Background: an optimization exercise with open tools, aiming at a short achievable clock period and few clock cycles per item. Do not read the settings as production practice. Function was checked by simulation only, so behaviour that the tests miss may differ from the original. Power is estimated from default activity; no workload was simulated.

### flow/flow/run.sh
#!/bin/bash
set -euo pipefail
bash standard.sh SETUP_SLACK_MARGIN=7.2 finish > standard.log 2>&1
### flow/standard.sh
#!/bin/bash
# synth_recipe.tcl (not shown) runs the flow's synth.tcl, then flattens the netlist and writes it again
# the make line also repeats each setting of config.mk as NAME=value (left out here)
make -C /OpenROAD-flow-scripts/flow DESIGN_CONFIG=/design/flow/config.mk WORK_HOME=/design/flow/orfs CLKGATE_MAP_FILE= SYNTH_SCRIPT=/design/flow/synth_recipe.tcl "${@:-finish}"
### flow/config.mk
export PLATFORM = sky130hd
export DESIGN_NAME = shx_engine
export DESIGN_NICKNAME = shx_engine
export VERILOG_FILES = /design/flow/design.v
export SDC_FILE = /design/flow/constraint.sdc
export NUM_CORES = 4
export LEC_CHECK = 0
export ABC_CLOCK_PERIOD_IN_PS = 2500
export CAP_MARGIN = 20
export CORE_MARGIN = 2
export CORE_UTILIZATION = 60
export CTS_CLUSTER_DIAMETER = 150
export CTS_CLUSTER_SIZE = 20
export PLACE_DENSITY = 0.75
export SLEW_MARGIN = 20
### flow/constraint.sdc
create_clock -name core_clock -period 10.0 [get_ports {clk}]
set_input_delay 2.0000 -clock core_clock [delete_from_list [all_inputs] [get_ports {clk}]]
set_output_delay 2.0000 -clock core_clock [all_outputs]
set_load 0.01 [all_outputs]
### flow/design.v
module shx_fifo (
    input  wire        clk,
    input  wire        clr,
    input  wire        push,
    input  wire [31:0] din,
    input  wire        pop,
    output wire [63:0] win,
    output wire        ge1,
    output wire        ge2
);
    reg [159:0] f;
    reg [5:0]   lvl;           
    assign win = f[63:0];
    assign ge1 = !lvl[0];
    assign ge2 = !lvl[0] && !lvl[1];
    wire [191:0] fx = {32'd0, f};
    integer i;
    always @(posedge clk) begin
        for (i = 0; i < 5; i = i + 1) begin
            if (pop)
                f[32*i +: 32] <= (push && lvl[i+1]) ? din : fx[32*(i+1) +: 32];
            else if (push && lvl[i])
                f[32*i +: 32] <= din;
        end
        if (clr)
            lvl <= 6'b000001;
        else if (push && !pop)
            lvl <= {lvl[4:0], 1'b0};
        else if (pop && !push)
            lvl <= {1'b0, lvl[5:1]};
    end
endmodule
module shx_engine (
    input  wire        clk,
    input  wire        rst,
    input  wire        start,
    input  wire [16:0] held_len,
    output wire        ready,
    output wire        blk_rd_en,
    output wire [14:0] blk_rd_addr,
    input  wire [31:0] blk_rd_data,
    output wire        out_we,
    output wire [13:0] out_waddr,
    output wire [3:0]  out_wstrb,
    output wire [31:0] out_wdata,
    output wire        out_re,
    output wire [13:0] out_raddr,
    input  wire [31:0] out_rdata,
    output reg         done,
    output reg  [1:0]  verdict
);
    localparam [1:0] V_OK = 2'd0, V_MAL = 2'd1, V_CRC = 2'd2;
    localparam [3:0] S_IDLE = 4'd0,  S_HDR  = 4'd1,  S_H1   = 4'd2,  S_P1   = 4'd6,  S_P4  = 4'd7,
                     S_P3   = 4'd8,  S_LITW = 4'd9,  S_END  = 4'd10,
                     S_FIN2 = 4'd12, S_MAL  = 4'd13;
    localparam [1:0] K_LIT = 2'd0, K_REP = 2'd1, K_UPF = 2'd2, K_UPS = 2'd3;
    function [31:0] crc32_l1(input [31:0] x);
        begin
            crc32_l1[0] = ^(x & 32'h0000011F);
            crc32_l1[1] = ^(x & 32'h0000023F);
            crc32_l1[2] = ^(x & 32'h0000047E);
            crc32_l1[3] = ^(x & 32'h000008FC);
            crc32_l1[4] = ^(x & 32'h000010E6);
            crc32_l1[5] = ^(x & 32'h000020D2);
            crc32_l1[6] = ^(x & 32'h000040BA);
            crc32_l1[7] = ^(x & 32'h0000806A);
            crc32_l1[8] = ^(x & 32'h000100D5);
            crc32_l1[9] = ^(x & 32'h000200B5);
            crc32_l1[10] = ^(x & 32'h00040074);
            crc32_l1[11] = ^(x & 32'h000800E8);
            crc32_l1[12] = ^(x & 32'h001000CE);
            crc32_l1[13] = ^(x & 32'h00200082);
            crc32_l1[14] = ^(x & 32'h0040001A);
            crc32_l1[15] = ^(x & 32'h00800035);
            crc32_l1[16] = ^(x & 32'h0100006B);
            crc32_l1[17] = ^(x & 32'h020000D7);
            crc32_l1[18] = ^(x & 32'h040000B0);
            crc32_l1[19] = ^(x & 32'h0800007F);
            crc32_l1[20] = ^(x & 32'h100000FE);
            crc32_l1[21] = ^(x & 32'h200000E3);
            crc32_l1[22] = ^(x & 32'h400000D9);
            crc32_l1[23] = ^(x & 32'h800000AC);
            crc32_l1[24] = ^(x & 32'h00000046);
            crc32_l1[25] = ^(x & 32'h0000008D);
            crc32_l1[26] = ^(x & 32'h00000004);
            crc32_l1[27] = ^(x & 32'h00000008);
            crc32_l1[28] = ^(x & 32'h00000011);
            crc32_l1[29] = ^(x & 32'h00000023);
            crc32_l1[30] = ^(x & 32'h00000047);
            crc32_l1[31] = ^(x & 32'h0000008F);
        end
    endfunction
    function [31:0] crc32_l2(input [31:0] x);
        begin
            crc32_l2[0] = ^(x & 32'h00011F91);
            crc32_l2[1] = ^(x & 32'h00023F23);
            crc32_l2[2] = ^(x & 32'h00047E47);
            crc32_l2[3] = ^(x & 32'h0008FC8E);
            crc32_l2[4] = ^(x & 32'h0010E68D);
            crc32_l2[5] = ^(x & 32'h0020D28B);
            crc32_l2[6] = ^(x & 32'h0040BA87);
            crc32_l2[7] = ^(x & 32'h00806A9E);
            crc32_l2[8] = ^(x & 32'h0100D53C);
            crc32_l2[9] = ^(x & 32'h0200B5E8);
            crc32_l2[10] = ^(x & 32'h04007440);
            crc32_l2[11] = ^(x & 32'h0800E881);
            crc32_l2[12] = ^(x & 32'h1000CE93);
            crc32_l2[13] = ^(x & 32'h200082B6);
            crc32_l2[14] = ^(x & 32'h40001AFC);
            crc32_l2[15] = ^(x & 32'h800035F9);
            crc32_l2[16] = ^(x & 32'h00006BF2);
            crc32_l2[17] = ^(x & 32'h0000D7E5);
            crc32_l2[18] = ^(x & 32'h0000B05A);
            crc32_l2[19] = ^(x & 32'h00007F24);
            crc32_l2[20] = ^(x & 32'h0000FE48);
            crc32_l2[21] = ^(x & 32'h0000E301);
            crc32_l2[22] = ^(x & 32'h0000D992);
            crc32_l2[23] = ^(x & 32'h0000ACB5);
            crc32_l2[24] = ^(x & 32'h000046FB);
            crc32_l2[25] = ^(x & 32'h00008DF7);
            crc32_l2[26] = ^(x & 32'h0000047E);
            crc32_l2[27] = ^(x & 32'h000008FC);
            crc32_l2[28] = ^(x & 32'h000011F9);
            crc32_l2[29] = ^(x & 32'h000023F2);
            crc32_l2[30] = ^(x & 32'h000047E4);
            crc32_l2[31] = ^(x & 32'h00008FC8);
        end
    endfunction
    function [31:0] crc32_l3(input [31:0] x);
        begin
            crc32_l3[0] = ^(x & 32'h011F91CA);
            crc32_l3[1] = ^(x & 32'h023F2395);
            crc32_l3[2] = ^(x & 32'h047E472B);
            crc32_l3[3] = ^(x & 32'h08FC8E57);
            crc32_l3[4] = ^(x & 32'h10E68D65);
            crc32_l3[5] = ^(x & 32'h20D28B01);
            crc32_l3[6] = ^(x & 32'h40BA87C9);
            crc32_l3[7] = ^(x & 32'h806A9E58);
            crc32_l3[8] = ^(x & 32'h00D53CB0);
            crc32_l3[9] = ^(x & 32'h00B5E8AB);
            crc32_l3[10] = ^(x & 32'h0074409C);
            crc32_l3[11] = ^(x & 32'h00E88138);
            crc32_l3[12] = ^(x & 32'h00CE93BB);
            crc32_l3[13] = ^(x & 32'h0082B6BC);
            crc32_l3[14] = ^(x & 32'h001AFCB2);
            crc32_l3[15] = ^(x & 32'h0035F965);
            crc32_l3[16] = ^(x & 32'h006BF2CB);
            crc32_l3[17] = ^(x & 32'h00D7E596);
            crc32_l3[18] = ^(x & 32'h00B05AE6);
            crc32_l3[19] = ^(x & 32'h007F2406);
            crc32_l3[20] = ^(x & 32'h00FE480C);
            crc32_l3[21] = ^(x & 32'h00E301D2);
            crc32_l3[22] = ^(x & 32'h00D9926F);
            crc32_l3[23] = ^(x & 32'h00ACB514);
            crc32_l3[24] = ^(x & 32'h0046FBE3);
            crc32_l3[25] = ^(x & 32'h008DF7C6);
            crc32_l3[26] = ^(x & 32'h00047E47);
            crc32_l3[27] = ^(x & 32'h0008FC8E);
            crc32_l3[28] = ^(x & 32'h0011F91C);
            crc32_l3[29] = ^(x & 32'h0023F239);
            crc32_l3[30] = ^(x & 32'h0047E472);
            crc32_l3[31] = ^(x & 32'h008FC8E5);
        end
    endfunction
    function [31:0] crc32_l4(input [31:0] x);
        begin
            crc32_l4[0] = ^(x & 32'h1F91CAF6);
            crc32_l4[1] = ^(x & 32'h3F2395EC);
            crc32_l4[2] = ^(x & 32'h7E472BD8);
            crc32_l4[3] = ^(x & 32'hFC8E57B1);
            crc32_l4[4] = ^(x & 32'hE68D6595);
            crc32_l4[5] = ^(x & 32'hD28B01DD);
            crc32_l4[6] = ^(x & 32'hBA87C94C);
            crc32_l4[7] = ^(x & 32'h6A9E586F);
            crc32_l4[8] = ^(x & 32'hD53CB0DE);
            crc32_l4[9] = ^(x & 32'hB5E8AB4B);
            crc32_l4[10] = ^(x & 32'h74409C60);
            crc32_l4[11] = ^(x & 32'hE88138C1);
            crc32_l4[12] = ^(x & 32'hCE93BB74);
            crc32_l4[13] = ^(x & 32'h82B6BC1F);
            crc32_l4[14] = ^(x & 32'h1AFCB2C8);
            crc32_l4[15] = ^(x & 32'h35F96591);
            crc32_l4[16] = ^(x & 32'h6BF2CB23);
            crc32_l4[17] = ^(x & 32'hD7E59646);
            crc32_l4[18] = ^(x & 32'hB05AE67B);
            crc32_l4[19] = ^(x & 32'h7F240600);
            crc32_l4[20] = ^(x & 32'hFE480C00);
            crc32_l4[21] = ^(x & 32'hE301D2F6);
            crc32_l4[22] = ^(x & 32'hD9926F1B);
            crc32_l4[23] = ^(x & 32'hACB514C0);
            crc32_l4[24] = ^(x & 32'h46FBE377);
            crc32_l4[25] = ^(x & 32'h8DF7C6EE);
            crc32_l4[26] = ^(x & 32'h047E472B);
            crc32_l4[27] = ^(x & 32'h08FC8E57);
            crc32_l4[28] = ^(x & 32'h11F91CAF);
            crc32_l4[29] = ^(x & 32'h23F2395E);
            crc32_l4[30] = ^(x & 32'h47E472BD);
            crc32_l4[31] = ^(x & 32'h8FC8E57B);
        end
    endfunction
    function [31:0] crc32_t1(input [7:0] x);
        begin
            crc32_t1[0] = ^(x & 8'h1F);
            crc32_t1[1] = ^(x & 8'h3F);
            crc32_t1[2] = ^(x & 8'h7E);
            crc32_t1[3] = ^(x & 8'hFC);
            crc32_t1[4] = ^(x & 8'hE6);
            crc32_t1[5] = ^(x & 8'hD2);
            crc32_t1[6] = ^(x & 8'hBA);
            crc32_t1[7] = ^(x & 8'h6A);
            crc32_t1[8] = ^(x & 8'hD5);
            crc32_t1[9] = ^(x & 8'hB5);
            crc32_t1[10] = ^(x & 8'h74);
            crc32_t1[11] = ^(x & 8'hE8);
            crc32_t1[12] = ^(x & 8'hCE);
            crc32_t1[13] = ^(x & 8'h82);
            crc32_t1[14] = ^(x & 8'h1A);
            crc32_t1[15] = ^(x & 8'h35);
            crc32_t1[16] = ^(x & 8'h6B);
            crc32_t1[17] = ^(x & 8'hD7);
            crc32_t1[18] = ^(x & 8'hB0);
            crc32_t1[19] = ^(x & 8'h7F);
            crc32_t1[20] = ^(x & 8'hFE);
            crc32_t1[21] = ^(x & 8'hE3);
            crc32_t1[22] = ^(x & 8'hD9);
            crc32_t1[23] = ^(x & 8'hAC);
            crc32_t1[24] = ^(x & 8'h46);
            crc32_t1[25] = ^(x & 8'h8D);
            crc32_t1[26] = ^(x & 8'h04);
            crc32_t1[27] = ^(x & 8'h08);
            crc32_t1[28] = ^(x & 8'h11);
            crc32_t1[29] = ^(x & 8'h23);
            crc32_t1[30] = ^(x & 8'h47);
            crc32_t1[31] = ^(x & 8'h8F);
        end
    endfunction
    function [31:0] crc32_t2(input [15:0] x);
        begin
            crc32_t2[0] = ^(x & 16'h1F91);
            crc32_t2[1] = ^(x & 16'h3F23);
            crc32_t2[2] = ^(x & 16'h7E47);
            crc32_t2[3] = ^(x & 16'hFC8E);
            crc32_t2[4] = ^(x & 16'hE68D);
            crc32_t2[5] = ^(x & 16'hD28B);
            crc32_t2[6] = ^(x & 16'hBA87);
            crc32_t2[7] = ^(x & 16'h6A9E);
            crc32_t2[8] = ^(x & 16'hD53C);
            crc32_t2[9] = ^(x & 16'hB5E8);
            crc32_t2[10] = ^(x & 16'h7440);
            crc32_t2[11] = ^(x & 16'hE881);
            crc32_t2[12] = ^(x & 16'hCE93);
            crc32_t2[13] = ^(x & 16'h82B6);
            crc32_t2[14] = ^(x & 16'h1AFC);
            crc32_t2[15] = ^(x & 16'h35F9);
            crc32_t2[16] = ^(x & 16'h6BF2);
            crc32_t2[17] = ^(x & 16'hD7E5);
            crc32_t2[18] = ^(x & 16'hB05A);
            crc32_t2[19] = ^(x & 16'h7F24);
            crc32_t2[20] = ^(x & 16'hFE48);
            crc32_t2[21] = ^(x & 16'hE301);
            crc32_t2[22] = ^(x & 16'hD992);
            crc32_t2[23] = ^(x & 16'hACB5);
            crc32_t2[24] = ^(x & 16'h46FB);
            crc32_t2[25] = ^(x & 16'h8DF7);
            crc32_t2[26] = ^(x & 16'h047E);
            crc32_t2[27] = ^(x & 16'h08FC);
            crc32_t2[28] = ^(x & 16'h11F9);
            crc32_t2[29] = ^(x & 16'h23F2);
            crc32_t2[30] = ^(x & 16'h47E4);
            crc32_t2[31] = ^(x & 16'h8FC8);
        end
    endfunction
    function [31:0] crc32_t3(input [23:0] x);
        begin
            crc32_t3[0] = ^(x & 24'h1F91CA);
            crc32_t3[1] = ^(x & 24'h3F2395);
            crc32_t3[2] = ^(x & 24'h7E472B);
            crc32_t3[3] = ^(x & 24'hFC8E57);
            crc32_t3[4] = ^(x & 24'hE68D65);
            crc32_t3[5] = ^(x & 24'hD28B01);
            crc32_t3[6] = ^(x & 24'hBA87C9);
            crc32_t3[7] = ^(x & 24'h6A9E58);
            crc32_t3[8] = ^(x & 24'hD53CB0);
            crc32_t3[9] = ^(x & 24'hB5E8AB);
            crc32_t3[10] = ^(x & 24'h74409C);
            crc32_t3[11] = ^(x & 24'hE88138);
            crc32_t3[12] = ^(x & 24'hCE93BB);
            crc32_t3[13] = ^(x & 24'h82B6BC);
            crc32_t3[14] = ^(x & 24'h1AFCB2);
            crc32_t3[15] = ^(x & 24'h35F965);
            crc32_t3[16] = ^(x & 24'h6BF2CB);
            crc32_t3[17] = ^(x & 24'hD7E596);
            crc32_t3[18] = ^(x & 24'hB05AE6);
            crc32_t3[19] = ^(x & 24'h7F2406);
            crc32_t3[20] = ^(x & 24'hFE480C);
            crc32_t3[21] = ^(x & 24'hE301D2);
            crc32_t3[22] = ^(x & 24'hD9926F);
            crc32_t3[23] = ^(x & 24'hACB514);
            crc32_t3[24] = ^(x & 24'h46FBE3);
            crc32_t3[25] = ^(x & 24'h8DF7C6);
            crc32_t3[26] = ^(x & 24'h047E47);
            crc32_t3[27] = ^(x & 24'h08FC8E);
            crc32_t3[28] = ^(x & 24'h11F91C);
            crc32_t3[29] = ^(x & 24'h23F239);
            crc32_t3[30] = ^(x & 24'h47E472);
            crc32_t3[31] = ^(x & 24'h8FC8E5);
        end
    endfunction
    function [31:0] crc32_t4(input [31:0] x);
        begin
            crc32_t4[0] = ^(x & 32'h1F91CAF6);
            crc32_t4[1] = ^(x & 32'h3F2395EC);
            crc32_t4[2] = ^(x & 32'h7E472BD8);
            crc32_t4[3] = ^(x & 32'hFC8E57B1);
            crc32_t4[4] = ^(x & 32'hE68D6595);
            crc32_t4[5] = ^(x & 32'hD28B01DD);
            crc32_t4[6] = ^(x & 32'hBA87C94C);
            crc32_t4[7] = ^(x & 32'h6A9E586F);
            crc32_t4[8] = ^(x & 32'hD53CB0DE);
            crc32_t4[9] = ^(x & 32'hB5E8AB4B);
            crc32_t4[10] = ^(x & 32'h74409C60);
            crc32_t4[11] = ^(x & 32'hE88138C1);
            crc32_t4[12] = ^(x & 32'hCE93BB74);
            crc32_t4[13] = ^(x & 32'h82B6BC1F);
            crc32_t4[14] = ^(x & 32'h1AFCB2C8);
            crc32_t4[15] = ^(x & 32'h35F96591);
            crc32_t4[16] = ^(x & 32'h6BF2CB23);
            crc32_t4[17] = ^(x & 32'hD7E59646);
            crc32_t4[18] = ^(x & 32'hB05AE67B);
            crc32_t4[19] = ^(x & 32'h7F240600);
            crc32_t4[20] = ^(x & 32'hFE480C00);
            crc32_t4[21] = ^(x & 32'hE301D2F6);
            crc32_t4[22] = ^(x & 32'hD9926F1B);
            crc32_t4[23] = ^(x & 32'hACB514C0);
            crc32_t4[24] = ^(x & 32'h46FBE377);
            crc32_t4[25] = ^(x & 32'h8DF7C6EE);
            crc32_t4[26] = ^(x & 32'h047E472B);
            crc32_t4[27] = ^(x & 32'h08FC8E57);
            crc32_t4[28] = ^(x & 32'h11F91CAF);
            crc32_t4[29] = ^(x & 32'h23F2395E);
            crc32_t4[30] = ^(x & 32'h47E472BD);
            crc32_t4[31] = ^(x & 32'h8FC8E57B);
        end
    endfunction
    function [15:0] crc16_h2(input [31:0] x);
        begin
            crc16_h2[0] = ^(x & 32'h11191911);
            crc16_h2[1] = ^(x & 32'h22323222);
            crc16_h2[2] = ^(x & 32'h44646444);
            crc16_h2[3] = ^(x & 32'h88C8C888);
            crc16_h2[4] = ^(x & 32'h10919110);
            crc16_h2[5] = ^(x & 32'h313B3B31);
            crc16_h2[6] = ^(x & 32'h62767662);
            crc16_h2[7] = ^(x & 32'hC4ECECC4);
            crc16_h2[8] = ^(x & 32'h88D9D988);
            crc16_h2[9] = ^(x & 32'h10B3B310);
            crc16_h2[10] = ^(x & 32'h20666620);
            crc16_h2[11] = ^(x & 32'h40CCCC40);
            crc16_h2[12] = ^(x & 32'h91818191);
            crc16_h2[13] = ^(x & 32'h22030322);
            crc16_h2[14] = ^(x & 32'h44060644);
            crc16_h2[15] = ^(x & 32'h880C0C88);
        end
    endfunction
    function [15:0] crc16_h4(input [47:0] x);
        begin
            crc16_h4[0] = ^(x & 48'h1119581C1C58);
            crc16_h4[1] = ^(x & 48'h2232B03838B0);
            crc16_h4[2] = ^(x & 48'h446460717160);
            crc16_h4[3] = ^(x & 48'h88C8C0E2E2C0);
            crc16_h4[4] = ^(x & 48'h109181C5C581);
            crc16_h4[5] = ^(x & 48'h313B5B97975B);
            crc16_h4[6] = ^(x & 48'h6276B62E2EB6);
            crc16_h4[7] = ^(x & 48'hC4EC6C5D5D6C);
            crc16_h4[8] = ^(x & 48'h88D9D9BABAD9);
            crc16_h4[9] = ^(x & 48'h10B3B37575B3);
            crc16_h4[10] = ^(x & 48'h206667EBEB67);
            crc16_h4[11] = ^(x & 48'h40CCCED6D6CE);
            crc16_h4[12] = ^(x & 48'h9181C5B1B1C5);
            crc16_h4[13] = ^(x & 48'h22038B63638B);
            crc16_h4[14] = ^(x & 48'h440616C7C716);
            crc16_h4[15] = ^(x & 48'h880C2C8E8E2C);
        end
    endfunction
    reg [3:0] state;
    reg       ready_r;
    assign ready = ready_r;
    wire idle = (state == S_IDLE);
    reg         a_req;
    reg         a_rq;
    reg  [14:0] a_addr;
    reg  [14:0] a_ra;          
    reg         a_v1;
    reg  [2:0]  a_tot;         
    reg         a_on;
    reg  [1:0]  q_l;           
    wire [63:0] a_win;
    wire        a_ge1, a_ge2;
    wire        a_pop;
    assign blk_rd_en   = a_req;
    assign blk_rd_addr = a_addr;
    wire a_issue = a_on && (a_tot < 3'd5);
    shx_fifo fa (.clk(clk), .clr(idle), .push(a_v1), .din(blk_rd_data), .pop(a_pop),
                 .win(a_win), .ge1(a_ge1), .ge2(a_ge2));
    reg         b_req;
    reg         b_rq;
    reg  [13:0] b_addr;
    reg  [13:0] b_ra;          
    reg         b_v1;
    reg  [2:0]  b_tot;
    reg         b_on;
    wire [63:0] b_win;
    wire        b_ge1, b_ge2;
    wire        b_pop;
    wire        b_clr;
    assign out_re    = b_req;
    assign out_raddr = b_addr;
    wire b_issue = b_on && (b_tot < 3'd5);
    shx_fifo fb (.clk(clk), .clr(b_clr), .push(b_v1), .din(out_rdata), .pop(b_pop),
                 .win(b_win), .ge1(b_ge1), .ge2(b_ge2));
    reg         h0_ok;         
    reg         h_raw;
    reg  [31:0] h1, h2, h3;
    reg  [15:0] h_chk;
    reg  [2:0]  hk;
    reg  [15:0] crc16;
    reg  [16:0] held;
    reg  [15:0] hw;
    reg  [32:0] orig_p32;
    reg  [17:0] mp_a, mp_b, mp_c;   
    reg  [21:0] prod;          
    reg         c_bad;         
    reg         m_bad;         
    reg  [16:0] d1;            
    reg  [17:0] d2;            
    reg  [17:0] d1m4, d2m4;    
    reg         f1, f2;        
    reg  [31:0] crc_exp;
    reg  [17:0] rq0;           
    reg  [16:0] orig_m1;
    wire [15:0] f_dots  = h1[15:0];
    wire [7:0]  f_lines = h1[23:16];
    wire [7:0]  f_bpd   = h1[31:24];
    reg  [18:0] wbits;
    reg         bpd_ok;
    reg  [18:0] wb_r;
    reg         h_bad;         
    always @* begin
        bpd_ok = 1'b1;
        case (f_bpd)
            8'd1: wbits = {3'd0, f_dots};
            8'd2: wbits = {2'd0, f_dots, 1'b0};
            8'd4: wbits = {1'd0, f_dots, 2'b0};
            8'd6: wbits = {1'd0, f_dots, 2'b0} + {2'd0, f_dots, 1'b0};
            8'd8: wbits = {f_dots, 3'b0};
            default: begin
                wbits  = 19'd0;
                bpd_ok = 1'b0;
            end
        endcase
    end
    reg  [16:0] pp;            
    reg  [17:0] rem_p;         
    reg  [17:0] rem_q;         
    reg         rem_p_z, rem_q_z;    
    reg         bad_r;         
    reg  [1:0]  t_op;
    reg  [16:0] s_x, s_e, s_s;
    reg  [13:0] s_sw1;
    reg  [17:0] s_rp, s_rq;
    reg         s_bad;
    reg  [1:0]  t_ql;          
    reg         t_cross;       
    reg  [16:0] t_nm1;         
    reg  [7:0]  t_rep;
    reg  [17:0] rq_h;          
    reg  [17:0] rq_h1;         
    reg  [17:0] t_d, t_dm4;
    reg         t_fast;
    reg  [1:0]  prev_up;       
    reg         c_v;
    reg  [1:0]  c_k;
    reg         c_cont;        
    reg         c_pref;        
    reg         hz_ok;         
    reg  [14:0] c_pw;
    reg  [1:0]  c_pl;
    reg  [14:0] c_wrem;
    reg         c_lw;
    reg         c_w1;
    reg         c_w2;
    reg  [1:0]  c_ll;
    reg  [7:0]  c_rep;
    reg  [16:0] c_s;
    reg  [13:0] c_sw1;
    reg         e_act;
    reg         e_lit, e_rep, e_upf, e_ups;    
    reg  [14:0] pw;            
    reg  [1:0]  pl;            
    reg  [14:0] wrem;          
    reg         lw_r;          
    reg         w1_r;          
    reg  [1:0]  e_ll;          
    reg  [7:0]  e_rb;
    reg  [1:0]  e_sl;          
    reg         need2;         
    reg         xw;         
    reg  [16:0] s;
    reg  [1:0]  ph;
    reg         we_r;
    reg  [13:0] wa_r;
    reg  [3:0]  ws_r;
    reg  [31:0] wd_r;
    assign out_we    = we_r;
    assign out_waddr = wa_r;
    assign out_wstrb = ws_r;
    assign out_wdata = wd_r;
    reg         k_v;           
    reg  [2:0]  k_n;
    reg  [31:0] k_d;
    reg  [31:0] crc32;
    reg         crc_eq;
    reg  [31:0] dterm;
    reg  [2:0]  dn;
    reg         dv;
    wire [63:0] win   = e_upf ? b_win : a_win;
    wire [1:0]  hi    = lw_r ? e_ll : 2'd3;
    wire [1:0]  span  = hi - pl;
    wire [2:0]  send  = {1'b0, e_sl} + {1'b0, span};
    wire        a_has = need2 ? a_ge2 : a_ge1;
    wire        b_has = need2 ? b_ge2 : b_ge1;
    wire step_cp = e_rep || (e_lit && a_has) || (e_upf && b_has);
    wire step_sl = e_ups && (ph == 2'd2);
    wire fin_now = (step_cp && lw_r) || (step_sl && lw_r && (pl == e_ll));
    wire load    = c_v && (!e_act || fin_now);
    wire nxt_w   = (step_cp && !lw_r) || (step_sl && !lw_r && (pl == 2'd3));
    wire [1:0] sl_nx = send[1:0] + 2'd1;
    wire [1:0] hi_n    = w1_r ? e_ll : 2'd3;
    wire [2:0] send_n  = {1'b0, sl_nx} + {1'b0, hi_n};
    wire [1:0] sl_c    = (c_k == K_LIT) ? q_l : c_s[1:0];
    wire [1:0] hi_c    = c_lw ? c_ll : 2'd3;
    wire [1:0] span_c  = hi_c - c_pl;
    wire [2:0] send_c  = {1'b0, sl_c} + {1'b0, span_c};
    reg  [31:0] src_sh;
    always @* begin
        case (e_sl)
            2'd0: src_sh = win[31:0];
            2'd1: src_sh = win[39:8];
            2'd2: src_sh = win[47:16];
            default: src_sh = win[55:24];
        endcase
    end
    wire [2:0]  rot = 3'd4 + {1'b0, e_sl} - {1'b0, pl};
    wire [95:0] rv  = {win, 32'd0};
    reg  [31:0] rot_w;
    always @* begin
        case (rot)
            3'd1: rot_w = rv[39:8];
            3'd2: rot_w = rv[47:16];
            3'd3: rot_w = rv[55:24];
            3'd4: rot_w = rv[63:32];
            3'd5: rot_w = rv[71:40];
            3'd6: rot_w = rv[79:48];
            default: rot_w = rv[87:56];
        endcase
    end
    reg [7:0] slow_b;
    always @* begin
        case (s[1:0])
            2'd0: slow_b = out_rdata[7:0];
            2'd1: slow_b = out_rdata[15:8];
            2'd2: slow_b = out_rdata[23:16];
            default: slow_b = out_rdata[31:24];
        endcase
    end
    wire [3:0] smask = (4'b1111 << pl) & (4'b1111 >> (2'd3 - hi));
    wire       mrg     = e_rep && lw_r && (e_ll != 2'd3) && c_v && (c_k == K_REP);
    wire       mrg_all = mrg && c_lw;         
    wire [1:0] hi_m    = c_lw ? c_ll : 2'd3;
    wire [3:0] mmask   = (4'b1111 << pl) & (4'b1111 >> (2'd3 - hi_m));
    wire [3:0] lo_lanes = 4'b1111 >> (2'd3 - e_ll);           
    wire [1:0] n1m1    = e_ll - pl;                           
    wire [3:0] lo_bytes = 4'b1111 >> (2'd3 - n1m1);           
    reg  [31:0] m_wd, m_kd;
    integer mj;
    always @* begin
        for (mj = 0; mj < 4; mj = mj + 1) begin
            m_wd[8*mj +: 8] = lo_lanes[mj] ? e_rb : c_rep;
            m_kd[8*mj +: 8] = lo_bytes[mj] ? e_rb : c_rep;
        end
    end
    reg  [31:0] a_sh;          
    always @* begin
        case (q_l)
            2'd0: a_sh = a_win[31:0];
            2'd1: a_sh = a_win[39:8];
            2'd2: a_sh = a_win[47:16];
            default: a_sh = a_win[55:24];
        endcase
    end
    wire [7:0] tb    = a_sh[7:0];
    wire [1:0] tb_hl = (tb[5:0] < 6'd62) ? 2'd1 : (tb[5:0] == 6'd62) ? 2'd2 : 2'd3;
    wire [2:0] tb_k  = {1'b0, tb_hl} + ((tb[7:6] == 2'd1) ? 3'd1 : 3'd0);
    wire [2:0] tb_e  = {1'b0, q_l} + tb_k;
    wire [17:0] rq_m1 = rem_q - 18'd1;
    wire [17:0] rq_m2 = rem_q - 18'd2;
    wire [17:0] rq_m3 = rem_q - 18'd3;
    wire [17:0] rq_m4 = rem_q - 18'd4;
    assign a_pop = ((state == S_P3) && t_cross) || ((state == S_HDR) && a_ge1) ||
                   (e_lit && a_has && xw);
    assign b_pop = e_upf && b_has && xw;
    wire pref  = c_v && (c_k == K_UPF) && !c_cont && !c_pref && hz_ok &&
                 e_act && !e_upf && !e_ups && !fin_now;
    assign b_clr = (load && (c_k == K_UPF) && !c_cont && !c_pref) || pref;
    wire [16:0] p3_x   = {15'd0, pp[1:0]} + t_nm1;
    wire [17:0] p3_e   = {1'b0, pp} + {1'b0, t_nm1} + 18'd1;
    wire [17:0] p3_s   = {1'b0, pp} - t_d;
    wire [17:0] p3_s4  = {1'b0, pp} - t_dm4;
    wire [17:0] p3_rp  = rem_p + {1'b1, ~t_nm1};
    wire [17:0] p3_rql = rq_h + {1'b1, ~t_nm1};
    wire p3_bad = rq_h[17] || p3_rp[17] ||
                  ((t_op == 2'd0) && p3_rql[17]) ||
                  ((t_op == 2'd1) && rq_h1[17]) ||
                  (t_op[1] && p3_s[17]);
    wire [31:0] t_1 = crc32_t1(k_d[7:0]);
    wire [31:0] t_2 = crc32_t2(k_d[15:0]);
    wire [31:0] t_3 = crc32_t3(k_d[23:0]);
    wire [31:0] t_4 = crc32_t4(k_d);
    wire [31:0] l_1 = crc32_l1(crc32);
    wire [31:0] l_2 = crc32_l2(crc32);
    wire [31:0] l_3 = crc32_l3(crc32);
    wire [31:0] l_4 = crc32_l4(crc32);
    wire [15:0] h16_2 = crc16_h2({a_win[15:0], crc16});
    wire [15:0] h16_4 = crc16_h4({a_win[31:0], crc16});
    always @(posedge clk) begin
        if (idle)
            held <= held_len;
        k_v  <= step_cp || step_sl;
        wa_r <= pw[13:0];
        if (e_ups) begin
            ws_r <= 4'b0001 << pl;
            wd_r <= {4{slow_b}};
            k_d  <= {24'd0, slow_b};
            k_n  <= 3'd1;
        end else if (mrg) begin
            ws_r <= mmask;
            wd_r <= m_wd;
            k_d  <= m_kd;
            k_n  <= {1'b0, hi_m - pl} + 3'd1;
        end else begin
            ws_r <= smask;
            wd_r <= e_rep ? {4{e_rb}} : rot_w;
            k_d  <= e_rep ? {4{e_rb}} : src_sh;
            k_n  <= {1'b0, span} + 3'd1;
        end
        dn   <= k_n;
        case (k_n)
            3'd1: dterm <= t_1;
            3'd2: dterm <= t_2;
            3'd3: dterm <= t_3;
            default: dterm <= t_4;
        endcase
        if (idle) begin
            crc32 <= 32'hFFFFFFFF;
        end else if (dv) begin
            case (dn)
                3'd1: crc32 <= l_1 ^ dterm;
                3'd2: crc32 <= l_2 ^ dterm;
                3'd3: crc32 <= l_3 ^ dterm;
                default: crc32 <= l_4 ^ dterm;
            endcase
        end
        crc_eq <= ((crc32 ^ crc_exp) == 32'hFFFFFFFF);
        if (load) begin
            if (mrg) begin
                pw    <= pw + 15'd1;
                pl    <= 2'd0;
                wrem  <= c_wrem - 15'd1;
                w1_r  <= c_w2;
            end else begin
                pw    <= c_pw;
                pl    <= c_pl;
                wrem  <= c_wrem;
                w1_r  <= c_w1;
            end
            e_ll  <= c_ll;
            e_rb  <= c_rep;
            s     <= c_s;
            e_sl  <= sl_c;
            need2 <= send_c[2];
            xw <= (send_c >= 3'd3);
        end else if (nxt_w) begin
            pw    <= pw + 15'd1;
            pl    <= 2'd0;
            wrem  <= wrem - 15'd1;
            w1_r  <= (wrem == 15'd2);
            e_sl  <= sl_nx;
            need2 <= send_n[2];
            xw <= (send_n >= 3'd3);
            if (step_sl)
                s <= s + 17'd1;
        end else if (step_sl) begin
            pl    <= pl + 2'd1;
            s     <= s + 17'd1;
        end else if (step_cp) begin
            e_sl  <= sl_nx;
        end
        if (state == S_HDR && a_ge1) begin
            case (hk)
                3'd0: begin
                    h0_ok <= (a_win[15:0] == 16'h5853) && (a_win[23:16] == 8'h01) &&
                             (a_win[31:26] == 6'd0);
                    h_raw <= a_win[24];
                end
                3'd1: h1 <= a_win[31:0];
                3'd2: h2 <= a_win[31:0];
                3'd3: h3 <= a_win[31:0];
                3'd4: crc_exp <= a_win[31:0];
                3'd7: h_chk <= a_win[31:16];
                default: ;
            endcase
        end
        wb_r  <= wbits;
        h_bad <= (f_dots == 16'd0) || (f_lines == 8'd0) || (f_lines > 8'd32) || !bpd_ok ||
                 (wbits[2:0] != 3'd0) || (h2 > 32'd65536) ||
                 (h3 < 32'd33) || (h3 > {15'd0, held});
        hw       <= wb_r[18:3];
        orig_p32 <= {1'b0, h2} + 33'd32;
        c_bad    <= h_raw ? ({1'b0, h3} != orig_p32) : ({1'b0, h3} > orig_p32);
        mp_a     <= (f_lines[0] ? {2'd0, hw} : 18'd0) + (f_lines[1] ? {1'b0, hw, 1'b0} : 18'd0);
        mp_b     <= (f_lines[2] ? {2'd0, hw} : 18'd0) + (f_lines[3] ? {1'b0, hw, 1'b0} : 18'd0);
        mp_c     <= (f_lines[4] ? {2'd0, hw} : 18'd0) + (f_lines[5] ? {1'b0, hw, 1'b0} : 18'd0);
        prod     <= {4'd0, mp_a} + {2'd0, mp_b, 2'd0} + {mp_c, 4'd0};
        m_bad    <= (h2[31:22] != 10'd0) || (prod != h2[21:0]);
        d1       <= {1'b0, hw};
        d2       <= {1'b0, hw, 1'b0};
        d1m4     <= {2'd0, hw} - 18'd4;
        d2m4     <= {1'b0, hw, 1'b0} - 18'd4;
        f1       <= (hw >= 16'd64);
        f2       <= (hw >= 16'd32);
        rq0      <= {1'b0, h3[16:0]} - 18'd32;
        orig_m1  <= h2[16:0] - 17'd1;
        if (state == S_P1) begin
            t_op    <= tb[7:6];
            t_ql    <= tb_e[1:0];
            t_cross <= tb_e[2];
            if (tb[5:0] < 6'd62)
                t_nm1 <= {11'd0, tb[5:0]};
            else if (tb[5:0] == 6'd62)
                t_nm1 <= 17'd62 + {9'd0, a_sh[15:8]};
            else
                t_nm1 <= 17'd318 + {1'b0, a_sh[23:8]};
            t_rep  <= (tb_hl == 2'd1) ? a_sh[15:8] : (tb_hl == 2'd2) ? a_sh[23:16] : a_sh[31:24];
            rq_h   <= (tb_hl == 2'd1) ? rq_m1 : (tb_hl == 2'd2) ? rq_m2 : rq_m3;
            rq_h1  <= (tb_hl == 2'd1) ? rq_m2 : (tb_hl == 2'd2) ? rq_m3 : rq_m4;
            t_d    <= (tb[7:6] == 2'd2) ? {1'b0, d1} : d2;
            t_dm4  <= (tb[7:6] == 2'd2) ? d1m4 : d2m4;
            t_fast <= (tb[7:6] == 2'd2) ? f1 : f2;
        end
        if (state == S_P3) begin
            s_x   <= p3_x;
            s_e   <= p3_e[16:0];
            s_s   <= p3_s[16:0];
            s_sw1 <= p3_s4[15:2];
            s_rp  <= p3_rp;
            s_rq  <= (t_op == 2'd0) ? p3_rql : (t_op == 2'd1) ? rq_h1 : rq_h;
            s_bad <= p3_bad;
        end
        if (state == S_P4 && !c_v) begin
            c_k    <= (t_op == 2'd0) ? K_LIT : (t_op == 2'd1) ? K_REP :
                      t_fast ? K_UPF : K_UPS;
            c_cont <= t_op[1] && t_fast && (prev_up == t_op);
            c_pref <= 1'b0;
            c_pw   <= pp[16:2];
            c_pl   <= pp[1:0];
            c_wrem <= s_x[16:2];
            c_lw   <= (s_x[16:2] == 15'd0);
            c_w1   <= (s_x[16:2] == 15'd1);
            c_w2   <= (s_x[16:2] == 15'd2);
            c_ll   <= s_x[1:0];
            c_rep  <= t_rep;
            c_s    <= s_s;
            c_sw1  <= s_sw1;
        end
        if (pref)
            c_pref <= 1'b1;
        if (state == S_H1) begin
            c_k    <= K_LIT;
            c_cont <= 1'b0;
            c_pref <= 1'b0;
            c_pw   <= 15'd0;
            c_pl   <= 2'd0;
            c_wrem <= orig_m1[16:2];
            c_lw   <= (orig_m1[16:2] == 15'd0);
            c_w1   <= (orig_m1[16:2] == 15'd1);
            c_w2   <= (orig_m1[16:2] == 15'd2);
            c_ll   <= orig_m1[1:0];
        end
    end
    always @(posedge clk) begin
        done    <= !rst && ((state == S_FIN2) || (state == S_MAL));
        verdict <= (state == S_MAL) ? V_MAL : crc_eq ? V_OK : V_CRC;
        ready_r <= rst || (idle && !start) || (state == S_FIN2) || (state == S_MAL);
        a_req   <= !rst && (a_issue || (idle && start));
        a_addr  <= idle ? 15'd0 : a_ra;
        b_req   <= !rst && (b_clr || b_issue || (e_ups && ph == 2'd0));
        b_addr  <= b_clr ? c_s[15:2] : b_issue ? b_ra : s[15:2];
        a_rq    <= a_issue || (idle && start);
        b_rq    <= b_clr || b_issue || (e_ups && ph == 2'd0);
        hz_ok   <= ({1'b0, pw[13:0]} > ({1'b0, c_s[15:2]} + 15'd8)) && c_v;
    end
    always @(posedge clk) begin
        if (rst) begin
            state   <= S_IDLE;
            a_on    <= 1'b0;
            b_on    <= 1'b0;
            c_v     <= 1'b0;
            e_act   <= 1'b0;
            e_lit   <= 1'b0;
            e_rep   <= 1'b0;
            e_upf   <= 1'b0;
            e_ups   <= 1'b0;
            we_r    <= 1'b0;
            dv      <= 1'b0;
        end else begin
            a_v1 <= a_rq;
            if (a_issue)
                a_ra <= a_ra + 15'd1;
            a_tot <= a_tot + {2'd0, a_issue} - {2'd0, a_pop};
            b_v1 <= b_rq;
            if (b_issue)
                b_ra <= b_ra + 14'd1;
            b_tot <= b_tot + {2'd0, b_issue} - {2'd0, b_pop};
            we_r <= step_cp || step_sl;
            if (e_ups)
                ph <= (ph == 2'd2) ? 2'd0 : ph + 2'd1;
            if (nxt_w)
                lw_r <= w1_r;
            if (step_cp && e_lit)
                q_l <= sl_nx;
            if (fin_now) begin
                e_act <= 1'b0;
                e_lit <= 1'b0;
                e_rep <= 1'b0;
                e_upf <= 1'b0;
                e_ups <= 1'b0;
            end
            if (fin_now && e_upf)
                b_on <= 1'b0;
            if (load) begin
                c_v   <= 1'b0;
                e_act <= 1'b1;
                e_lit <= (c_k == K_LIT);
                e_rep <= (c_k == K_REP);
                e_upf <= (c_k == K_UPF);
                e_ups <= (c_k == K_UPS);
                lw_r  <= mrg ? c_w1 : c_lw;
                ph    <= 2'd0;
                if (c_k == K_UPF)
                    b_on <= 1'b1;
            end
            if (mrg_all) begin
                e_act <= 1'b0;
                e_rep <= 1'b0;
            end
            if (b_clr) begin
                b_on  <= 1'b1;
                b_ra  <= c_sw1;
                b_tot <= 3'd1;
                b_v1  <= 1'b0;
            end
            dv   <= k_v && !idle;
            case (state)
                S_IDLE: begin
                    a_ra    <= 15'd1;
                    a_tot   <= 3'd0;
                    a_v1    <= 1'b0;
                    q_l     <= 2'd0;
                    hk      <= 3'd0;
                    crc16   <= 16'hFFFF;
                    pp      <= 17'd0;
                    bad_r   <= 1'b0;
                    prev_up <= 2'd0;
                    if (start) begin
                        a_on    <= 1'b1;
                        a_tot   <= 3'd1;
                        state   <= S_HDR;
                    end
                end
                S_HDR: if (a_ge1) begin
                    hk <= hk + 3'd1;
                    if (hk == 3'd7) begin
                        crc16 <= h16_2;
                        state <= S_H1;
                    end else begin
                        crc16 <= h16_4;
                    end
                end
                S_H1: begin
                    rem_p   <= {1'b0, h2[16:0]};
                    rem_q   <= rq0;
                    rem_p_z <= (h2[16:0] == 17'd0);
                    rem_q_z <= (rq0 == 18'd0);
                    if ((crc16 != h_chk) || !h0_ok || h_bad || c_bad || m_bad) begin
                        state <= S_MAL;
                    end else if (h_raw) begin
                        c_v   <= 1'b1;
                        state <= S_END;
                    end else begin
                        state <= S_P1;
                    end
                end
                S_P1: begin
                    if (bad_r) begin
                        state <= S_MAL;
                    end else if (rem_p_z) begin
                        state <= rem_q_z ? S_END : S_MAL;
                    end else if (rem_q_z) begin
                        state <= S_MAL;
                    end else if (a_ge2) begin
                        state <= S_P3;
                    end
                end
                S_P3: begin
                    q_l   <= t_ql;
                    state <= S_P4;
                end
                S_P4: begin
                    if (!c_v) begin
                        c_v     <= 1'b1;
                        prev_up <= (t_op[1] && t_fast) ? t_op : 2'd0;
                        bad_r   <= s_bad;
                        pp      <= s_e;
                        rem_p   <= s_rp;
                        rem_q   <= s_rq;
                        rem_p_z <= (s_rp == 18'd0);
                        rem_q_z <= (s_rq == 18'd0);
                        state   <= (t_op == 2'd0) ? S_LITW : S_P1;
                    end
                end
                S_LITW: begin
                    if (bad_r)
                        state <= S_MAL;
                    else if (!c_v && (!e_lit || fin_now))
                        state <= S_P1;
                end
                S_END: begin
                    if (!c_v && !e_act && !k_v && !dv)
                        state <= S_FIN2;
                end
                S_FIN2: begin
                    a_on    <= 1'b0;
                    state   <= S_IDLE;
                end
                S_MAL: begin
                    a_on    <= 1'b0;
                    b_on    <= 1'b0;
                    c_v     <= 1'b0;
                    e_act   <= 1'b0;
                    e_lit   <= 1'b0;
                    e_rep   <= 1'b0;
                    e_upf   <= 1'b0;
                    e_ups   <= 1'b0;
                    we_r    <= 1'b0;
                            dv      <= 1'b0;
                    state   <= S_IDLE;
                end
                default: state <= S_IDLE;
            endcase
        end
    end
endmodule
==> results of run 1 <==
-- cell families after synthesis --
kind of cell / Yosys count / synth area share [%]
compound gates: 1418 / 11.4
xor+xnor: 1645 / 19.2
flops: 1384 / 43.1
buf+inv: 699 / 3.52
mux: 315 / 4.89
fa+ha+maj: 338 / 5.60
simple gates: 2193 / 12.4
-- routing by layer --
layer | up-vias | share of wire, % | wire length [um]
li1 | 28763 | - | -
met1 | 31509 | 38 | 106000
met2 | 4156 | 45 | 126000
met3 | 921 | 11 | 29400
met4 | 12 | 6.3 | 17600
met5 | - | 0.027 | 76
-- Yosys cell counts, drive strengths merged (8+ instances only) --
| cell | n |
|---|---|
| o21ai | 308 |
| or3 | 34 |
| a2111oi | 16 |
| a221oi | 24 |
| a211oi | 64 |
| mux4 | 48 |
| nor2 | 771 |
| or4 | 16 |
| edfxtp | 665 |
| o221ai | 19 |
| a22o | 75 |
| a22oi | 19 |
| xor2 | 452 |
| nor2b | 62 |
| nand2b | 40 |
| and2 | 129 |
| nand4 | 44 |
| xnor2 | 1159 |
| dfxtp | 719 |
| nor4 | 67 |
| nor3b | 8 |
| o31ai | 29 |
| o211ai | 27 |
| o21bai | 12 |
| and3 | 47 |
| a21oi | 331 |
| xnor3 | 28 |
| ha | 307 |
| a21o | 48 |
| clkbuf | 295 |
| inv | 270 |
| buf | 129 |
| a31oi | 36 |
| a222oi | 22 |
| o21a | 50 |
| mux2i | 150 |
| a21boi | 17 |
| mux2 | 117 |
| o22ai | 242 |
| fa | 31 |
| nand2 | 694 |
| nor3 | 119 |
| or2 | 11 |
| nand3 | 123 |
-- power groups by stage --
stage	clock network, mW	registers [mW]	logic [mW]
5_1_grt	3.75	7.98	16.0
3_3_place_gp	0	7.98	13.6
4_1_cts	3.55	7.89	14.3
6_report	3.54	7.94	15.2
3_5_place_dp	0	8.00	13.6
2_1_floorplan	0	7.54	10.1
-- metrics by stage --
| stage | util, % | std cells | hold slack [ps] | area (um^2) | setup slack, ps |
|---|---|---|---|---|---|
| detailed placement | 63.5 | 9661 | 314 | 83600 | 5970 |
| global route | 71.8 | 10261 | 329 | 94600 | 6680 |
| global placement | 63.5 | 9661 | 311 | 83600 | 6010 |
| floorplan | - | 7992 | 310 | 80300 | 6650 |
| CTS | 69.1 | 10068 | 333 | 90900 | 6720 |
| finish | 71.9 | 10280 | 330 | 94600 | 6740 |
-- how the worst max path moves through the flow --
stage	startpoint	end	cells after the start
after floorplan	rst	rem_p[0]	3
after global placement	rst	b_ra[12]	3
after detailed placement	rst	b_ra[12]	3
after CTS	wd_r[24]	out_wdata[24]	1
after global routing	t_nm1[4]	s_bad	11
final	we_r	out_we	1
-- repair_timing --
action	CTS	global route
pin swaps	181	247
setup buffers	246	186
resized for setup	1037	460
hold buffers	0	0
gates cloned	15	6
endpoints found under the setup margin	1063	495
-- cells in the final DEF, fill, tap and decap left out, types with 50 or more instances in the layout --
master / n
sky130_fd_sc_hd__buf_12: 51
sky130_fd_sc_hd__dfxtp_1: 612
sky130_fd_sc_hd__nor4_1: 60
sky130_fd_sc_hd__mux2i_1: 144
sky130_fd_sc_hd__nor2_1: 750
sky130_fd_sc_hd__nand3_1: 116
sky130_fd_sc_hd__o21ai_0: 224
sky130_fd_sc_hd__dfxtp_2: 76
sky130_fd_sc_hd__clkbuf_1: 55
sky130_fd_sc_hd__inv_1: 244
sky130_fd_sc_hd__nand2_1: 664
sky130_fd_sc_hd__buf_4: 456
sky130_fd_sc_hd__a22o_1: 75
sky130_fd_sc_hd__xnor2_1: 1068
sky130_fd_sc_hd__o21ai_1: 52
sky130_fd_sc_hd__nor3_1: 99
sky130_fd_sc_hd__xor2_1: 404
sky130_fd_sc_hd__clkbuf_16: 85
sky130_fd_sc_hd__and2_1: 112
sky130_fd_sc_hd__o22ai_1: 229
sky130_fd_sc_hd__edfxtp_1: 665
sky130_fd_sc_hd__nor2b_1: 50
sky130_fd_sc_hd__a21oi_1: 267
sky130_fd_sc_hd__buf_6: 151
sky130_fd_sc_hd__ha_1: 263
sky130_fd_sc_hd__xnor2_2: 63
sky130_fd_sc_hd__clkdlybuf4s50_1: 60
sky130_fd_sc_hd__mux2_2: 83
-- final cells by class --
class | instances | area, um^2 | area share (%)
timing repair buffer | 784 | 7670 | 8.11
timing repair inverter | 3 | 25.0 | 0.0264
sequential | 1384 | 34600 | 36.5
inverter | 275 | 1140 | 1.20
clock inverter | 10 | 215 | 0.227
multi-input combinational | 5913 | 46500 | 49.2
antenna | 20 | 50.0 | 0.0529
tap | 1755 | 2200 | 2.32
clock buffer | 136 | 2230 | 2.36
==> impl_metrics.json, run 1 <==
{
  "hold_depth": 0,
  "numClockSinks": 1384,
  "yosysUniqueCellTypes": 89,
  "worstSetupEndpointType": "primary output",
  "syn_nets": 8414,
  "critical_path_buf_inv_count": 1,
  "crit_type": "reg -> out",
  "hold_end": "hw[11]",
  "maximum_net_fanout_on_the_critical_path": 1,
  "coreArea_um2": 132000,
  "grt_antenna_before_repair": 18,
  "cp_data_required_time_ps": 8000,
  "layout.filler_cells": 9406,
  "globalRouteMet1Util_pct": 52.2,
  "combinational_share_of_power_pct": 57.0,
  "areaGrowthSynthToFinish_pct": 18.7,
  "clock-skew-final_ps": 71.6,
  "ys.warnings.count": 2,
  "power-per-cell-area_nw_per_um2": 282,
  "critPathLaunchType": "flop",
  "switching_power_mw": 11.5,
  "synth_top_area_share_pct": 25.0,
  "tightest_slew_ps": 1250,
  "cts-root-buf": "sky130_fd_sc_hd__clkbuf_16",
  "setup-violations-final": 0,
  "timing.critical_path.arrival_ps": 1260,
  "achievable-frequency_mhz": 307,
  "r2r_setup_slack_ps": 6740,
  "rsz0062_at_grt": "yes",
  "synth.cell_area_um2": 79700,
  "netlist.top_cell.by_area": "sky130_fd_sc_hd__edfxtp_1",
  "pwr-share-clk_pct": 13.3,
  "timing.final.crit_share_pct": 32.6,
  "pin_count": 170,
  "cts_max_path_buffers": 3,
  "switching_share_pct": 43.0,
  "p_total_mw": 26.7,
  "postRouteWirelength_um": 279000,
  "gr-max-usage-layer": "met2",
  "placementRows": 133,
  "r2r-start": "q_l[0]",
  "drt-initial-drc-count": 9127,
  "synth-main-ff-cell": "sky130_fd_sc_hd__dfxtp_1",
  "timing.slew.headroom_pct": 16.6,
  "timing.final.max_slew_violations": 0,
  "hpwl_um": 188000,
  "grt_use_met2_pct": 61.1,
  "grt_util_all_layers_pct": 39.1,
  "remaining_drc_errors": 0,
  "synth-async-reset-ratio_pct": 0,
  "cp_cell_sequence": "buf_6",
  "cts_h_tree_depth": 3,
  "groute.layer.met3.usage_pct": 7.18,
  "die-width_um": 369,
  "globalRouteOverflowTotal": 0,
  "grt_pass1_wl_um": 399000,
  "tritoncts": "yes",
  "die-area_um2": 136000,
  "avgViaCountPerCell": 6.36,
  "layout_cells_sized_above_1_pct": 19.8,
  "routabilityCongestion": 1.01,
  "drtPass1Iterations": 7,
  "shortest_clock_period_the_worst_path_allows_after_layout_ps": 3260,
  "clock_insertion_delay_worst_skew_ps": 760,
  "power_leakage_nw": 36.4,
  "hold_path.class": "reg -> reg",
  "tritoncts.num_buffers": 80,
  "regToRegEndpoint": "t_ql[1]",
  "first_global_vias": 60667,
  "seq_area_frac_synth_pct": 43.1,
  "synth.area.top_cells": "sky130_fd_sc_hd__edfxtp_1 25%, sky130_fd_sc_hd__dfxtp_1 18%, sky130_fd_sc_hd__xnor2_1 12%, sky130_fd_sc_hd__ha_1 4.8%, sky130_fd_sc_hd__xor2_1 4.8%",
  "synth_enable_flop_cells": 665,
  "final-hold-violation-count": 0,
  "synthCells": 7992,
  "max_stage_delay_ps": 400,
  "status": "complete, no violations",
  "chipHeight_um": 369,
  "numPortBuffers": 169,
  "detail-route-antenna-nets": 0,
  "num-nets-final": 8863,
  "average_wire_per_cell_in_the_routed_design_um": 27.1,
  "critPathTopFamily": "flip-flops",
  "vias": 65361,
  "vdd_ir_drop_max_mv": 0.496,
  "setup-tns-final_ps": 0,
  "power.share.sequential_pct": 29.8,
  "synth.avg_cell_area_um2": 9.98,
  "intPower_mw": 15.2,
  "reg2regPathDepth": 12,
  "largestRegisters": "fa.f (160), fb.f (160), orig_p32 (33)",
  "grt_start_max_net_pins": 70,
  "ys_seq_elements": 1384,
  "maxCapViolCount": 0,
  "cts.reportedPaths.clkPinSlew_ps": 90,
  "crit_path_top_delay_cell": "sky130_fd_sc_hd__dfxtp_4",
  "initial_utilization_pct": 60.6,
  "min_from": "wb_r[14]"
}
Testbench counts, summed over its fixed seeds: cycles 517,129, out bytes 2,053,632.
==> run 2, diff against run 1 <==
--- a/flow/config.mk
+++ b/flow/config.mk
@@ -9,7 +9,7 @@
 export CAP_MARGIN = 20
 export CORE_MARGIN = 2
-export CORE_UTILIZATION = 60
+export CORE_UTILIZATION = 65
 export CTS_CLUSTER_DIAMETER = 150
-export CTS_CLUSTER_SIZE = 20
-export PLACE_DENSITY = 0.75
+export CTS_CLUSTER_SIZE = 24
+export PLACE_DENSITY = 0.8
 export SLEW_MARGIN = 20
==> run 2 against run 1 <==
Compared with the run above: still clean; combinational power about the same; utilization is 5.1 points higher; clock-buffer cell count down 21; sequential share of layout area increased by 0.39 points; largest cell class unchanged.
==> impl_metrics.json, run 2 <==
{
  "layout_setup_ws_ps": 6720,
  "rsz0062_at_grt": "yes",
  "ys_seq_elements": 1384,
  "synth_enable_flop_cells": 665,
  "layout.filler_cells": 7874,
  "chipHeight_um": 354,
  "globalRouteOverflowTotal": 0,
  "synth_top_cells_by_count": "1,137 x sky130_fd_sc_hd__xnor2_1, 771 x sky130_fd_sc_hd__nor2_1, 719 x sky130_fd_sc_hd__dfxtp_1, 694 x sky130_fd_sc_hd__nand2_1, 665 x sky130_fd_sc_hd__edfxtp_1",
  "tightest_slew_ps": 1090,
  "clock_insertion_delay_worst_skew_ps": 740,
  "cts_h_tree_depth": 3,
  "die-area_um2": 125000,
  "cts.reportedPaths.clkPinSlew_ps": 100,
  "coreArea_um2": 122000,
  "synth.area.top_cells": "sky130_fd_sc_hd__edfxtp_1 25%, sky130_fd_sc_hd__dfxtp_1 18%, sky130_fd_sc_hd__xnor2_1 12%, sky130_fd_sc_hd__ha_1 4.8%, sky130_fd_sc_hd__xor2_1 4.8%",
  "mostFrequentLayoutCell": "sky130_fd_sc_hd__xnor2_1",
  "grt_start_max_net_pins": 88,
  "die-width_um": 354,
  "placementRows": 128,
  "critPathTopFamily": "flip-flops",
  "synth.avg_cell_area_um2": 9.98,
  "timing.final.crit_share_pct": 32.8,
  "routabilityCongestion": 1.02,
  "tritoncts.num_buffers": 69,
  "layout_cells_sized_above_1_pct": 19.2,
  "synth_top_area_share_pct": 25.0,
  "tritoncts": "yes",
  "synth.cell_area_um2": 79700,
  "shortest_clock_period_the_worst_path_allows_after_layout_ps": 3280,
  "crit_path_top_delay_cell": "sky130_fd_sc_hd__dfxtp_4",
  "crit_type": "reg -> out",
  "area_after_dpl_um2": 83300,
  "synth_most_common_cell": "sky130_fd_sc_hd__xnor2_1",
  "initial_utilization_pct": 65.5,
  "critical_path_buf_inv_count": 1,
  "synth-main-ff-cell": "sky130_fd_sc_hd__dfxtp_1",
  "yosysUniqueCellTypes": 89,
  "final-hold-violation-count": 0,
  "pwr-share-clk_pct": 12.6,
  "first_global_vias": 61422,
  "numClockSinks": 1384,
  "layout.cell_area.non_filler_um2": 93600,
  "areaGrowthSynthToFinish_pct": 17.4,
  "achievable-frequency_mhz": 305,
  "ys.warnings.count": 2,
  "cts-root-buf": "sky130_fd_sc_hd__clkbuf_16",
  "timing.critical_path.arrival_ps": 1280,
  "intPower_mw": 14.9,
  "num-nets-final": 8806,
  "drt-initial-drc-count": 9119,
  "grt_util_all_layers_pct": 41.7,
  "vdd_ir_drop_max_mv": 0.725,
  "hold_path.class": "reg -> reg",
  "grt_pass1_wl_um": 393000,
  "cts_max_path_buffers": 3,
  "clock-skew-final_ps": 44.4,
  "commonest_non_fill_non_tap_cells_in_the_layout": "1,058 x sky130_fd_sc_hd__xnor2_1, 753 x sky130_fd_sc_hd__nor2_1, 665 x sky130_fd_sc_hd__edfxtp_1",
  "power_leakage_nw": 36.1,
  "detail-route-antenna-nets": 0,
  "power-per-cell-area_nw_per_um2": 281,
  "seq_area_frac_synth_pct": 43.1,
  "timing.final.max_slew_violations": 0,
  "netlist.top_cell.by_area": "sky130_fd_sc_hd__edfxtp_1",
  "drtPass1Iterations": 7,
  "pin_count": 170,
  "critPathLaunchType": "flop",
  "maximum_net_fanout_on_the_critical_path": 1,
  "vias": 66566,
  "maxCapViolCount": 0,
  "cp_data_required_time_ps": 8000,
  "average_wire_per_cell_in_the_routed_design_um": 27.7,
  "timing.slew.headroom_pct": 25.5,
  "power.share.sequential_pct": 30.6,
  "synthCells": 7992,
  "cp_cell_sequence": "buf_6",
  "avgViaCountPerCell": 6.61,
  "hpwl_um": 185000,
  "largestRegisters": "fa.f (160), fb.f (160), orig_p32 (33)",
  "synth-async-reset-ratio_pct": 0,
  "status": "complete, no violations",
  "worstSetupEndpointType": "primary output",
  "combinational_share_of_power_pct": 56.9,
  "remaining_drc_errors": 0,
  "switching_share_pct": 43.5,
  "setup-violations-final": 0,
  "setup-tns-final_ps": 0,
  "postRouteWirelength_um": 279000,
  "grt_antenna_before_repair": 15,
  "syn_nets": 8414,
  "numPortBuffers": 169,
  "place_worst_setup_slack_ps": 5950,
  "switching_power_mw": 11.4,
  "max_stage_delay_ps": 410
}
==> run 2: cell counts after synthesis <==
Identical to the previous run, type by type.
==> run 2: routing by layer <==
layer / share of wire (%) / vias up / global-route usage [%] / wire length [um]
met1: 36 / 31957 / 54.1 / 101000
met3: 12 / 1191 / 8.81 / 32400
met2: 45 / 4775 / 65.2 / 125000
li1: - / 28623 / - / -
met4: 7.2 / 20 / 23.6 / 20200
met5: 0.059 / - / 0 / 165
==> run 2: cell families after synthesis <==
kind of cell,synth area share [%]
multiplexers,4.89
adder cells (fa/ha/maj),5.60
AO/OA/AOI/OAI,11.4
buffers and inverters,3.52
AND/OR/NAND/NOR,12.4
XOR/XNOR,19.2
flip-flops,43.1
==> run 2: layout make-up <==
| type | instances | area, um^2 | share of cell area (%) |
|---|---|---|---|
| clock inverters | 11 | 219 | 0.234 |
| inverters | 275 | 1140 | 1.22 |
| flip-flops and latches | 1384 | 34600 | 36.9 |
| diodes | 11 | 27.5 | 0.0294 |
| well taps | 1625 | 2030 | 2.17 |
| clock buffers | 115 | 1900 | 2.03 |
| repair inverters | 2 | 16.3 | 0.0174 |
| repair buffers | 738 | 7250 | 7.74 |
| multi-input cells | 5914 | 46500 | 49.6 |
==> run 2: worst reg2reg max path: stages (launching register included) <==
cell and delay (ps):
sky130_fd_sc_hd__edfxtp_1 520, sky130_fd_sc_hd__inv_4 140, sky130_fd_sc_hd__ha_4 220, sky130_fd_sc_hd__a211oi_2 240
sky130_fd_sc_hd__nor2_2 90, sky130_fd_sc_hd__o41ai_4 270, sky130_fd_sc_hd__o22ai_2 140, sky130_fd_sc_hd__a311o_1 320
sky130_fd_sc_hd__a211oi_2 240, sky130_fd_sc_hd__xnor2_1 100, sky130_fd_sc_hd__o211ai_1 230, sky130_fd_sc_hd__or4b_1 470
==> run 2: power by group through the flow <==
stage	sequential, mW	clock [mW]	combinational [mW]
2_1_floorplan	7.54	0	10.1
3_3_place_gp	8.05	0	13.5
3_5_place_dp	8.08	0	13.5
4_1_cts	7.97	3.28	14.1
5_1_grt	8.07	3.47	15.7
6_report	8.04	3.30	15.0
==> run 2: what timing repair did <==
item,in CTS,in global routing
buffers inserted,190,212
gates resized for setup,996,450
setup endpoints to repair,936,516
gates cloned,16,8
hold buffers,0,0
pin swaps,139,213
==> run 2: per-stage QoR <==
step | util (%) | cells | hold WS, ps | power [mW]
after CTS | 73.5 | 9844 | 306 | 25.3
final | 76.9 | 10075 | 304 | 26.3
after global placement | 68.4 | 9511 | 311 | 21.5
after floorplan | - | 7992 | 310 | 17.6
after global routing | 76.9 | 10064 | 306 | 27.2
after detailed placement | 68.4 | 9512 | 312 | 21.6
==> run 2: final timing paths <==
kind | startpoint | endpoint | slack, ps | cells past startpoint
setup / recovery | a_req | blk_rd_en | 6720 | 1
hold / removal | wb_r[15] | hw[12] | 300 | 0
setup reg to reg | t_nm1[1] | s_bad | 6750 | 11
hold reg to reg | wb_r[15] | hw[12] | 300 | 0

what the ideal ports hide:
The results above use ideal ports. As a check the final layouts listed here were re-extracted and re-timed, cells and wires unchanged.
Step 1 assumes that a clkbuf_16 drives the clock port and a buf_2 every other input.
Step 2 moves the port delays by t, midway between the first and last clock arrival at a register: inputs arrive t later, outputs are due t later. That takes back most of the time a late clock gives input paths.
Three values: no drivers, after step 1, after step 2; two values: the first two.
run	shift t [ns]	setup WS [ns]	hold WS [ns]	clock arrival spread, ns	worst register clock-pin slew, ns
run 1	0.802	6.743 / 6.660 / 6.449	0.330 / 0.330 / 0.330	0.088 / 0.088	0.10 / 0.10
run 2	0.812	6.725 / 6.637 / 6.448	0.304 / 0.304 / 0.304	0.051 / 0.051	0.11 / 0.11
After both steps setup and hold are still met in every run listed. The setup slack of run 1, which loses most, moves by -0.083 ns with the drivers and by -0.294 ns with both steps.
